From an optimization exercise on the open Yosys and OpenROAD flow, aimed at small area, a short achievable clock period and few clock cycles; shortcuts taken in it are not production practice.
Power is estimated from default activity; no workload was simulated.

==> flow/design.v <==
module rot_check (
    input  wire        clk,
    input  wire        rst,
    input  wire        ro_we,
    input  wire [5:0]  ro_addr,
    input  wire [9:0]  ro_data,
    input  wire        start,
    input  wire [6:0]  k_in,
    input  wire [5:0]  m_in,
    input  wire [10:0] pphi_in,
    input  wire        phi_valid,
    input  wire [5:0]  phi_data,
    output wire        phi_ready,
    output reg         tab_valid,
    output reg  [5:0]  tab_phi,
    output reg  [5:0]  tab_x,
    output reg  [5:0]  tab_row,
    output wire        idle,
    output reg         done,
    output reg  [3:0]  result,
    output reg  [5:0]  row_a,
    output reg  [5:0]  row_b,
    output reg  [9:0]  phase_index
);
    localparam [3:0] RES_PASS        = 4'd0;
    localparam [3:0] RES_FIRING_MAP  = 4'd1;
    localparam [3:0] RES_COVERAGE    = 4'd2;
    localparam [3:0] RES_PHASE_RANGE = 4'd5;
    localparam [3:0] RES_LIMIT       = 4'd6;
    reg        idle_r;
    reg        ready_r;
    reg        st_first;             
    reg        st_run;               
    reg        st_emit;              
    assign idle      = idle_r;
    wire       idl = ~(st_first | st_run | st_emit);
    assign phi_ready = ready_r;
    reg [6:0]  k;
    reg [5:0]  m;
    reg [10:0] pphi;
    reg        we_q;                 
    reg [5:0]  wa_q;
    reg [9:0]  wd_q;
    reg [9:0]  row_ofs [0:63];
    always @(posedge clk) begin
        we_q <= ro_we & idl;
        wa_q <= ro_addr;
        wd_q <= ro_data;
        if (we_q)
            row_ofs[wa_q] <= wd_q;
    end
    reg        pv_q;                 
    reg [5:0]  pd_q;                 
    reg [10:0] idx;                  
    reg        stream_ok;            
    reg [63:0] seen;
    reg [5:0]  dphi [1:63];          
    reg [6:0]  ndist;
    reg [5:0]  phi0;
    wire       p_take  = pv_q & st_run & ~stream_ok;
    wire       p_bad   = {1'b0, pd_q} >= k;
    wire       p_new   = ~seen[pd_q];
    always @(posedge clk) begin
        pv_q <= phi_valid & ready_r;
        pd_q <= phi_data;
        if (p_take && !p_bad && p_new && ndist != 7'd0)
            dphi[ndist[5:0]] <= pd_q;
    end
    reg        a_v;
    reg [5:0]  a_s, a_r;
    reg        b_v;
    reg [5:0]  b_s, b_r;
    reg [9:0]  b_ofs;
    reg        c_v, d_v, e_v, f_v, g_v;
    reg [5:0]  c_s, d_s, e_s, f_s, g_s;
    reg [10:0] c_val, d_val;
    reg [9:0]  e_val;
    reg [7:0]  f_val;
    reg [5:0]  g_x;
    reg        cov_bad;
    reg        w_started;            
    reg        fm_bad;
    reg [63:0] own_v;
    reg [5:0]  owner [0:63];
    wire [6:0] a_sinc  = {1'b0, a_s} + {1'b0, m};
    wire [5:0] a_snext = (a_sinc >= k) ? (a_sinc - k) : a_sinc[5:0];
    wire       a_last  = ({1'b0, a_r} == k - 7'd1);
    wire       a_cov   = (a_r != 6'd0) && (a_s == phi0);
    wire [10:0] dv [0:11];
    assign dv[11] = {1'b0, b_ofs} + {5'd0, b_r};
    genvar gi;
    generate
        for (gi = 10; gi >= 0; gi = gi - 1) begin : g_red
            wire [10:0] vin = (gi == 7) ? c_val : (gi == 5) ? d_val :
                              (gi == 3) ? {1'b0, e_val} : (gi == 1) ? {3'd0, f_val} : dv[gi + 1];
            wire [10:0] sh  = vin >> gi;
            wire [7:0]  df  = {1'b0, sh[6:0]} - {1'b0, k};
            wire [10:0] lo  = vin & ((11'd1 << gi) - 11'd1);
            wire [17:0] up  = {10'd0, df} << gi;
            assign dv[gi] = df[7] ? vin : (up[10:0] | lo);
        end
    endgenerate
    wire       g_hit   = own_v[g_x];
    wire [5:0] own_rd;
    reg  [5:0] ptr;
    assign own_rd = owner[g_v ? g_x : ptr];
    wire       walk_busy = a_v | b_v | c_v | d_v | e_v | f_v | g_v;
    always @(posedge clk) begin
        if (g_v)
            owner[g_x] <= g_s;
    end
    reg [5:0]  ecnt;
    reg [6:0]  jn;
    reg [5:0]  sacc, sd;
    reg [5:0]  cur_phi;
    wire [5:0] nphi    = dphi[jn[5:0]];
    wire [6:0] sinc    = {1'b0, sacc} + {1'b0, m};
    wire [5:0] snext   = (sinc >= k) ? (sinc - k) : sinc[5:0];
    wire [6:0] pinc    = {1'b0, ptr} + 7'd1;
    wire       e_lastx = ({1'b0, ecnt} == k - 7'd1);
    wire       last_in = (idx + 11'd1 == pphi);
    wire       p_ok    = p_take & ~p_bad;
    wire       s_done  = stream_ok | (p_ok & last_in);
    wire       decide  = st_run & s_done & w_started & ~walk_busy;
    wire       go      = decide & ~cov_bad & ~fm_bad;
    wire       issue   = st_emit | go;
    wire       lastph  = (p_ok & p_new) ? (jn == ndist + 7'd1) : (jn == ndist);
    wire       limit_bad = (k == 7'd0) || (k > 7'd64) || ({1'b0, m} >= k) ||
                           (pphi == 11'd0) || (pphi > 11'd1024);
    integer i;
    always @(posedge clk) begin
        done      <= 1'b0;
        tab_valid <= 1'b0;
        if (idl) begin
            k    <= k_in;
            m    <= m_in;
            pphi <= pphi_in;
        end
        b_v   <= a_v & ~a_cov;
        b_s   <= a_s;
        b_r   <= a_r;
        b_ofs <= row_ofs[a_s];
        c_v   <= b_v;
        c_s   <= b_s;
        c_val <= dv[8];
        d_v   <= c_v;
        d_s   <= c_s;
        d_val <= dv[6];
        e_v   <= d_v;
        e_s   <= d_s;
        e_val <= dv[4][9:0];
        f_v   <= e_v;
        f_s   <= e_s;
        f_val <= dv[2][7:0];
        g_v   <= f_v;
        g_s   <= f_s;
        g_x   <= dv[0][5:0];
        if (a_v) begin
            if (a_cov) begin
                cov_bad <= 1'b1;
                a_v     <= 1'b0;
            end else begin
                a_s <= a_snext;
                a_r <= a_r + 6'd1;
                if (a_last) a_v <= 1'b0;
            end
        end
        if (g_v) begin
            own_v[g_x] <= 1'b1;
            if (g_hit && !fm_bad) begin
                fm_bad <= 1'b1;
                row_a  <= own_rd;
                row_b  <= g_s;
            end
        end
        if (st_first) begin
            st_first    <= 1'b0;
            seen        <= 64'd0;
            own_v       <= 64'd0;
            ndist       <= 7'd0;
            idx         <= 11'd0;
            stream_ok   <= 1'b0;
            cov_bad     <= 1'b0;
            w_started   <= 1'b0;
            fm_bad      <= 1'b0;
            row_a       <= 6'd0;
            row_b       <= 6'd0;
            phase_index <= 10'd0;
            a_v         <= 1'b0;
            b_v         <= 1'b0;
            c_v         <= 1'b0;
            d_v         <= 1'b0;
            e_v         <= 1'b0;
            f_v         <= 1'b0;
            g_v         <= 1'b0;
            ptr         <= 6'd0;
            ecnt        <= 6'd0;
            jn          <= 7'd1;
            sd          <= 6'd0;
            if (limit_bad) begin
                idle_r  <= 1'b1;
                ready_r <= 1'b0;
                done    <= 1'b1;
                result  <= RES_LIMIT;
            end else begin
                st_run  <= 1'b1;
            end
        end
        if (p_take) begin
            if (p_bad) begin
                st_run      <= 1'b0;
                idle_r      <= 1'b1;
                ready_r     <= 1'b0;
                done        <= 1'b1;
                result      <= RES_PHASE_RANGE;
                row_a       <= 6'd0;
                row_b       <= 6'd0;
                phase_index <= idx[9:0];
            end else begin
                if (p_new) begin
                    seen[pd_q] <= 1'b1;
                    ndist      <= ndist + 7'd1;
                end
                if (idx == 11'd0) begin
                    phi0    <= pd_q;
                    cur_phi <= pd_q;
                    sacc    <= pd_q;
                    a_v     <= 1'b1;
                    w_started <= 1'b1;
                    a_s     <= pd_q;
                    a_r     <= 6'd0;
                end
                idx <= idx + 11'd1;
                if (last_in) begin
                    stream_ok <= 1'b1;
                    ready_r   <= 1'b0;
                end
            end
        end
        if (decide) begin
            st_run <= 1'b0;
            if (cov_bad || fm_bad) begin
                idle_r <= 1'b1;
                done   <= 1'b1;
                result <= cov_bad ? RES_COVERAGE : RES_FIRING_MAP;
                if (cov_bad) begin
                    row_a <= 6'd0;
                    row_b <= 6'd0;
                end
            end else begin
                st_emit <= 1'b1;
            end
        end
        tab_phi <= cur_phi;
        tab_x   <= ecnt;
        tab_row <= own_rd;
        if (issue) begin
            tab_valid <= 1'b1;
            ecnt      <= ecnt + 6'd1;
            ptr       <= (pinc == {1'b0, k}) ? 6'd0 : pinc[5:0];
            if (sd == 6'd0 || sacc != nphi) begin
                sacc <= snext;
                sd   <= sd + 6'd1;
            end
            if (e_lastx) begin
                ecnt <= 6'd0;
                if (lastph) begin
                    st_emit <= 1'b0;
                    idle_r  <= 1'b1;
                    done    <= 1'b1;
                    result  <= RES_PASS;
                end else begin
                    jn      <= jn + 7'd1;
                    cur_phi <= nphi;
                    ptr     <= sd;
                    sacc    <= phi0;
                    sd      <= 6'd0;
                end
            end
        end
        if (idl && start) begin
            idle_r   <= 1'b0;
            ready_r  <= 1'b1;
            st_first <= 1'b1;
        end
        if (rst) begin
            idle_r    <= 1'b1;
            ready_r   <= 1'b0;
            st_first  <= 1'b0;
            st_run    <= 1'b0;
            st_emit   <= 1'b0;
            done      <= 1'b0;
            tab_valid <= 1'b0;
        end
    end
endmodule
Settings: LEC_CHECK=0, CAP_MARGIN=40, CORE_MARGIN=2, CORE_UTILIZATION=40, CTS_BUF_LIST=sky130_fd_sc_hd__clkbuf_16, CTS_CLUSTER_DIAMETER=150, CTS_CLUSTER_SIZE=24, SLEW_MARGIN=40; clock period 27.0 ns.
standard.sh (not shown) runs the stock make flow with config.mk's settings and CLKGATE_MAP_FILE= SYNTH_SCRIPT=/design/flow/synth_recipe.tcl, a recipe that flattens the netlist after the stock synthesis.
==> flow/flow/run.sh <==
#!/bin/bash
# The standard layout (standard.sh: the standard flow's synthesis and ORFS flow, unchanged),
# except that the port buffers are sky130_fd_sc_hd__buf_2 instead of the
# smallest buffer buffer_ports picks on its own, and timing repair aims for
# more setup slack than the 27 ns clock leaves it to find on its own.
set -euo pipefail
export BUFFER_PORTS_ARGS="-buffer_cell sky130_fd_sc_hd__buf_2"
export SETUP_SLACK_MARGIN=20.5
bash standard.sh finish > standard_flow.log 2>&1
The starting point passed the timing, design-rule and antenna checks.
Rerun with:
--- a/flow/design.v
+++ b/flow/design.v
@@ -61,7 +61,7 @@
     wire       p_bad   = {1'b0, pd_q} >= k;
     wire       p_new   = ~seen[pd_q];
     always @(posedge clk) begin
-        pv_q <= phi_valid & ready_r;
+        pv_q <= phi_valid & (st_first | (st_run & ~stream_ok));
         pd_q <= phi_data;
         if (p_take && !p_bad && p_new && ndist != 7'd0)
             dphi[ndist[5:0]] <= pd_q;
@@ -69,10 +69,10 @@
     reg        a_v;
     reg [5:0]  a_s, a_r;
     reg        b_v;
-    reg [5:0]  b_s, b_r;
+    reg [5:0]  b_r;
     reg [9:0]  b_ofs;
     reg        c_v, d_v, e_v, f_v, g_v;
-    reg [5:0]  c_s, d_s, e_s, f_s, g_s;
+    reg [5:0]  g_s;                  
     reg [10:0] c_val, d_val;
     reg [9:0]  e_val;
     reg [7:0]  f_val;
@@ -86,6 +86,8 @@
     wire [5:0] a_snext = (a_sinc >= k) ? (a_sinc - k) : a_sinc[5:0];
     wire       a_last  = ({1'b0, a_r} == k - 7'd1);
     wire       a_cov   = (a_r != 6'd0) && (a_s == phi0);
+    wire [6:0] g_sinc  = {1'b0, g_s} + {1'b0, m};
+    wire [5:0] g_snext = (g_sinc >= k) ? (g_sinc - k) : g_sinc[5:0];
     wire [10:0] dv [0:11];
     assign dv[11] = {1'b0, b_ofs} + {5'd0, b_r};
     genvar gi;
@@ -137,23 +139,17 @@
             pphi <= pphi_in;
         end
         b_v   <= a_v & ~a_cov;
-        b_s   <= a_s;
         b_r   <= a_r;
         b_ofs <= row_ofs[a_s];
         c_v   <= b_v;
-        c_s   <= b_s;
         c_val <= dv[8];
         d_v   <= c_v;
-        d_s   <= c_s;
         d_val <= dv[6];
         e_v   <= d_v;
-        e_s   <= d_s;
         e_val <= dv[4][9:0];
         f_v   <= e_v;
-        f_s   <= e_s;
         f_val <= dv[2][7:0];
         g_v   <= f_v;
-        g_s   <= f_s;
         g_x   <= dv[0][5:0];
         if (a_v) begin
             if (a_cov) begin
@@ -166,6 +162,7 @@
             end
         end
         if (g_v) begin
+            g_s        <= g_snext;
             own_v[g_x] <= 1'b1;
             if (g_hit && !fm_bad) begin
                 fm_bad <= 1'b1;
@@ -228,6 +225,7 @@
                     a_v     <= 1'b1;
                     w_started <= 1'b1;
                     a_s     <= pd_q;
+                    g_s     <= pd_q;
                     a_r     <= 6'd0;
                 end
                 idx <= idx + 11'd1;
After rerunning:
- synthesized area hardly moves
- utilization is about the same
- clock skew falls by 0.016 ns
- clock power stays flat
- die area is about the same
- routed wire length grows by 1.2%
- via count grows by 1.9%
- total power shrinks by 1.6%
- worst setup slack is better by 0.11 ns
- flip-flop and latch count goes down by 30
- fmax climbs by 1.7%
- combinational power stays flat
No run of this note included a check of the RTL's function; only the layout flow was run.

-- afterwards: timing with drivers on the ports --
The results above use ideal ports. As a check the final layouts listed here were re-extracted and re-timed, cells and wires unchanged.
Step 1: set_driving_cell puts a clkbuf_16 on clk and a buf_2 on each other input, an assumption about the parent block.
Step 2 moves the port delays by t, midway between the first and last clock arrival at a register: inputs arrive t later, outputs are due t later. That takes back most of the time a late clock gives input paths.
Slacks: no drivers / after step 1 / after step 2; pairs: no drivers / after step 1.
run | t, ns | setup WS [ns] | latest minus earliest clock arrival (ns) | slew at the worst register clock pin (ns) | worst slew at a driven data input, ns
the first run | 0.824 | 20.281 / 20.208 / 20.785 | 0.083 / 0.083 | 0.11 / 0.11 | 0.03
the second run | 0.824 | 20.395 / 20.316 / 20.872 | 0.059 / 0.059 | 0.11 / 0.11 | 0.04
After both steps setup and hold are still met in every run listed.
